Source: an optimization exercise on an open RTL-to-GDS flow (aim: small area, a short achievable clock period and few clock cycles). Production flows keep margins and buffers that such runs may drop.
In this exercise RTL edits were held to simulation tests only and were not proved equivalent to the original.
Power figures rest on the tool's default switching activity, not on a simulated workload.

==> 07-02: inputs <==
// csl_rs_decoder
module csl_rs_decoder (
    input  wire        clk,
    input  wire        rst,
    input  wire        in_valid,
    output wire        in_ready,
    input  wire [7:0]  in_data,
    input  wire        in_last,
    output wire        out_valid,
    input  wire        out_ready,
    output wire        out_uncorr,
    output wire [3:0]  out_nerr,
    output wire [63:0] out_pos,
    output wire [63:0] out_val
);
  function [7:0] gf_mul;
    input [7:0] a;
    input [7:0] b;
    integer k;
    reg [7:0] p;
    reg [7:0] s;
    begin
      p = 8'h00;
      s = a;
      for (k = 0; k < 8; k = k + 1) begin
        if (b[k]) p = p ^ s;
        s = {s[6:0], 1'b0} ^ (s[7] ? 8'h1D : 8'h00);
      end
      gf_mul = p;
    end
  endfunction
  function [3:0] g16_mul;
    input [3:0] a;
    input [3:0] b;
    reg [6:0] p;
    begin
      p = ({7{b[0]}} & {3'b000, a}) ^ ({7{b[1]}} & {2'b00, a, 1'b0}) ^
          ({7{b[2]}} & {1'b0, a, 2'b00}) ^ ({7{b[3]}} & {a, 3'b000});
      g16_mul = p[3:0] ^ {p[6:4], 1'b0} ^ {1'b0, p[6:4]};
    end
  endfunction
  function [3:0] g16_inv;
    input [3:0] a;
    begin
      case (a)
        4'h0: g16_inv = 4'h0;  4'h1: g16_inv = 4'h1;  4'h2: g16_inv = 4'h9;  4'h3: g16_inv = 4'hE;
        4'h4: g16_inv = 4'hD;  4'h5: g16_inv = 4'hB;  4'h6: g16_inv = 4'h7;  4'h7: g16_inv = 4'h6;
  ...
==> flow/config.mk <==
export PLATFORM = sky130hd
export DESIGN_NAME = csl_rs_decoder
export DESIGN_NICKNAME = csl_rs_decoder
export VERILOG_FILES = /design/flow/design.v
export SDC_FILE = /design/flow/constraint.sdc
export NUM_CORES = 4
export LEC_CHECK = 0
export CAP_MARGIN = 20
export CORE_MARGIN = 2
export CORE_UTILIZATION = 55
export PLACE_DENSITY = 0.65
export SLEW_MARGIN = 20
==> flow/constraint.sdc <==
create_clock -name core_clock -period 10.0 [get_ports {clk}]
set_input_delay 2.0000 -clock core_clock [delete_from_list [all_inputs] [get_ports {clk}]]
set_output_delay 2.0000 -clock core_clock [all_outputs]
set_load 0.01 [all_outputs]
standard.sh (not shown) runs the stock make flow with config.mk's settings and CLKGATE_MAP_FILE= SYNTH_SCRIPT=/design/flow/synth_recipe.tcl, a recipe that flattens the netlist after the stock synthesis.
==> flow/flow/run.sh <==
#!/bin/bash
set -euo pipefail
bash standard.sh SETUP_SLACK_MARGIN=6.8 "BUFFER_PORTS_ARGS=-buffer_cell sky130_fd_sc_hd__buf_2" \
  "CTS_ARGS=-sink_clustering_enable -repair_clock_nets -sink_clustering_size 24 -sink_clustering_max_diameter 120 -buf_list sky130_fd_sc_hd__clkbuf_16" \
  finish > layout_make.log 2>&1
==> 11-14 (differences from 07-02) <==
--- a/flow/design.v
+++ b/flow/design.v
@@ -129,30 +129,30 @@
                    BM_DEC1 = 4'd2,
                    BM_DEC2 = 4'd3,
                    BM_PASS = 4'd4,
                    BM_FIN  = 4'd5,
                    BM_OPAS = 4'd6,
                    BM_OFIN = 4'd7,
+                   BM_OWR  = 4'd8,
                    BM_DONE = 4'd9;
   reg [3:0]  bst;
   reg [7:0]  sc   [0:15];   
   reg [7:0]  cp   [0:8];    
   reg [7:0]  bs   [0:8];    
   reg [7:0]  gam;
   reg [7:0]  dlt;           
   reg [7:0]  dacc;          
   reg [3:0]  bl;            
   reg [4:0]  bm_m;          
   reg [3:0]  br;            
   reg        bswap;
+  reg [4:0]  blnew;
   reg [8:0]  bi_oh;         
   reg [8:0]  bj_oh;         
   reg [8:0]  wi_oh;         
   reg [16:0] ps_oh;         
-  reg [7:0]  s_q;           
-  reg [4:0]  brl;           
   reg [7:0]  pipe;          
   reg [3:0]  bk;            
   reg [7:0]  bk_oh;
   reg        b_unc;         
   reg [7:0]  b_nm1;         
   wire       bm_idle = (bst == BM_IDLE);
@@ -166,31 +166,17 @@
       b_rd = b_rd | ({8{bj_oh[i]}} & bs[i]);
     end
     for (i = 0; i < 16; i = i + 1)
       s_rd = s_rd | ({8{ps_oh[i+1]}} & sc[i]);
   end
   wire [7:0] newc  = gf_mul(gam, c_rd) ^ gf_mul(dlt, b_rd);
-  wire [7:0] dsum  = dacc ^ gf_mul(pipe, s_q);
+  wire [7:0] dsum  = dacc ^ gf_mul(pipe, s_rd);
   wire       d_swap = (dacc != 8'h00) && ({bl, 1'b0} <= {1'b0, br});
-  wire [4:0] d_lsw  = brl;                               
-  wire [4:0] d_lnew = d_swap ? d_lsw : {1'b0, bl};
-  wire [5:0] d_j0   = {2'b00, bl} - {1'b0, bm_m};
-  wire [5:0] d_j1   = {1'b0, d_lsw} - {1'b0, bm_m};
-  wire [4:0] d_s0   = brl;                               
-  wire [4:0] d_s1   = {1'b0, bl};
-  reg  [8:0]  d_bi, d_bj;
-  reg  [16:0] d_ps;
-  always @(*) begin
-    for (i = 0; i <= 8; i = i + 1) begin
-      d_bi[i] = d_swap ? (d_lsw == i) : (bl == i);
-      d_bj[i] = d_swap ? (d_j1 == i) : (d_j0 == i);
-    end
-    d_ps[0] = 1'b0;
-    for (i = 0; i < 16; i = i + 1)
-      d_ps[i+1] = d_swap ? (d_s1 == i) : (d_s0 == i);
-  end
+  wire [4:0] d_lnew = d_swap ? ({1'b0, br} + 5'd1 - {1'b0, bl}) : {1'b0, bl};
+  wire [5:0] d_j    = {1'b0, blnew} - {1'b0, bm_m};
+  wire [4:0] d_s    = {1'b0, br} - blnew + 5'd1;       
   reg        xfer;           
   reg        cact;           
   reg        cfin;           
   reg [7:0]  lc   [0:8];
   reg [7:0]  oc   [0:7];
   reg [3:0]  c_rem;          
@@ -265,17 +251,19 @@
       xfer <= 1'b0;
     end else begin
       xfer <= (bst == BM_DONE) && chien_free;
       case (bst)
         BM_IDLE: if (hand) bst <= BM_INIT;
         BM_INIT: bst <= BM_DEC1;
-        BM_DEC1: bst <= (d_lnew > 5'd8) ? BM_DONE : BM_PASS;
+        BM_DEC1: bst <= (d_lnew > 5'd8) ? BM_DONE : BM_DEC2;
+        BM_DEC2: bst <= BM_PASS;
         BM_PASS: if (bi_oh[0]) bst <= BM_FIN;
         BM_FIN:  bst <= (br == 4'd15) ? ((bl == 4'd0) ? BM_DONE : BM_OPAS) : BM_DEC1;
         BM_OPAS: if (bi_oh[0]) bst <= BM_OFIN;
-        BM_OFIN: bst <= (bk + 4'd1 == bl) ? BM_DONE : BM_OPAS;
+        BM_OFIN: bst <= BM_OWR;
+        BM_OWR:  bst <= (bk + 4'd1 == bl) ? BM_DONE : BM_OPAS;
         BM_DONE: if (chien_free) bst <= BM_IDLE;
         default: bst <= BM_IDLE;
       endcase
     end
     if (hand) begin
       for (i = 0; i < 16; i = i + 1)
@@ -283,39 +271,40 @@
       dacc  <= acc_nx[0];
       b_nm1 <= cnt;
     end
     for (i = 0; i <= 8; i = i + 1)
       if (wi_oh[i]) cp[i] <= pipe;
     wi_oh <= 9'd0;
-    s_q <= s_rd;
     case (bst)
       BM_INIT: begin
         for (i = 0; i <= 8; i = i + 1) begin
           cp[i] <= (i == 0) ? 8'h01 : 8'h00;
           bs[i] <= (i == 0) ? 8'h01 : 8'h00;
         end
         gam   <= 8'h01;
         bl    <= 4'd0;
         bm_m  <= 5'd1;
         br    <= 4'd0;
-        brl   <= 5'd1;
         b_unc <= 1'b0;
       end
       BM_DEC1: begin
         dlt   <= dacc;
         bswap <= d_swap;
+        blnew <= d_lnew;
         if (d_lnew > 5'd8) b_unc <= 1'b1;
-        else if (d_swap) begin
-          bl  <= brl[3:0];
-          brl <= {1'b0, bl};
+      end
+      BM_DEC2: begin
+        bl   <= blnew[3:0];
+        for (i = 0; i <= 8; i = i + 1) begin
+          bi_oh[i] <= (blnew == i);
+          bj_oh[i] <= (d_j == i);
         end
-        bi_oh <= d_bi;
-        bj_oh <= d_bj;
-        ps_oh <= d_ps;
-        pipe  <= 8'h00;
-        dacc  <= 8'h00;
+        for (i = 0; i < 17; i = i + 1)
+          ps_oh[i] <= (d_s == i);
+        pipe <= 8'h00;
+        dacc <= 8'h00;
       end
       BM_PASS: begin
         for (i = 0; i <= 8; i = i + 1)
           if (bi_oh[i] && bswap) bs[i] <= c_rd;
         wi_oh <= bi_oh;
         pipe  <= newc;
@@ -331,39 +320,36 @@
             bm_m <= bm_m + 5'd1;
         end
       end
       BM_FIN: begin
         dacc  <= (br == 4'd15) ? 8'h00 : dsum;
         br    <= br + 4'd1;
-        brl   <= brl + 5'd1;
         bk    <= 4'd0;
         bk_oh <= 8'd1;
         bi_oh <= 9'd1;
-        ps_oh <= 17'd2;
+        ps_oh <= 17'd1;
         pipe  <= 8'h00;
       end
       BM_OPAS: begin
         pipe  <= c_rd;
         dacc  <= dsum;
-        if (bi_oh[0]) begin
-          bi_oh <= {bk_oh, 1'b0};
-          ps_oh <= 17'd2;
-        end else begin
-          bi_oh <= {1'b0, bi_oh[8:1]};
-          ps_oh <= {ps_oh[15:0], 1'b0};
-        end
+        bi_oh <= {1'b0, bi_oh[8:1]};
+        ps_oh <= {ps_oh[15:0], 1'b0};
       end
       BM_OFIN: begin
+        dacc  <= dsum;
+      end
+      BM_OWR: begin
         for (i = 0; i < 8; i = i + 1)
-          if (bk_oh[i]) bs[i] <= dsum;
+          if (bk_oh[i]) bs[i] <= dacc;
         bk    <= bk + 4'd1;
         bk_oh <= {bk_oh[6:0], 1'b0};
-        pipe  <= c_rd;
+        bi_oh <= {bk_oh, 1'b0};
+        ps_oh <= 17'd1;
+        pipe  <= 8'h00;
         dacc  <= 8'h00;
-        bi_oh <= {1'b0, bi_oh[8:1]};
-        ps_oh <= {ps_oh[15:0], 1'b0};
       end
       default: ;
     endcase
   end
   always @(posedge clk) begin
     if (rst) begin
==> flow/flow/run.sh (replaced) <==
#!/bin/bash
set -euo pipefail
bash standard.sh SETUP_SLACK_MARGIN=6.6 "BUFFER_PORTS_ARGS=-buffer_cell sky130_fd_sc_hd__buf_2" finish > layout_make.log 2>&1
==> notes <==
In 07-02 the core utilization is lower than in 11-14, by 1.5 points. Between 11-14 and 07-02, the lower final area is in 07-02 (gap 2.3%, measured against 07-02). Of 11-14 and 07-02, 11-14 has the higher total power (gap about 20%, measured against 07-02). Of 07-02 and 11-14, 11-14 has the higher count of clock-buffer cells in the layout (gap 82). In 11-14 the worst hold slack is worse than in 07-02, by 0.0052 ns. In 11-14 the die area is smaller than in 07-02, by about 0.4%. Clock power: 11-14 is higher than 07-02 (83%). In final cell count, 11-14 and 07-02 hardly differ. Non-clock buffer count: 11-14 is lower than 07-02 (70).
Testbench counts of 07-02, summed over its fixed seeds: cycles 72,854.
Testbench counts of 11-14, summed over its fixed seeds: cycles 73,265.

## port drivers added, routing unchanged
The flow's constraints put no driver on any port. The routed layouts listed below were extracted and timed again, unchanged, in two steps.
Step 1 assumes that a clkbuf_16 drives the clock port and a buf_2 every other input.
Step 2 adds t to the input delays and takes it off the output delays; t is the mean of the earliest and latest rising clock arrival at the registers after step 1. Input paths then give back, and output paths get back, about the clock's delay inside the block.
Slacks: ideal / step 1 / step 2; pairs: ideal / step 1.
| run | shift t [ns] | slack for setup (ns) | worst data-port slew with drivers (ns) |
|---|---|---|---|
| 07-02 | 0.681 | 6.829 / 6.761 / 6.787 | 0.05 |
| 11-14 | 0.706 | 6.714 / 6.701 / 6.714 | 0.09 |
After both steps setup and hold are still met in every run listed. The setup slack of 07-02, which loses most, moves by -0.068 ns with the drivers and by -0.042 ns with both steps.
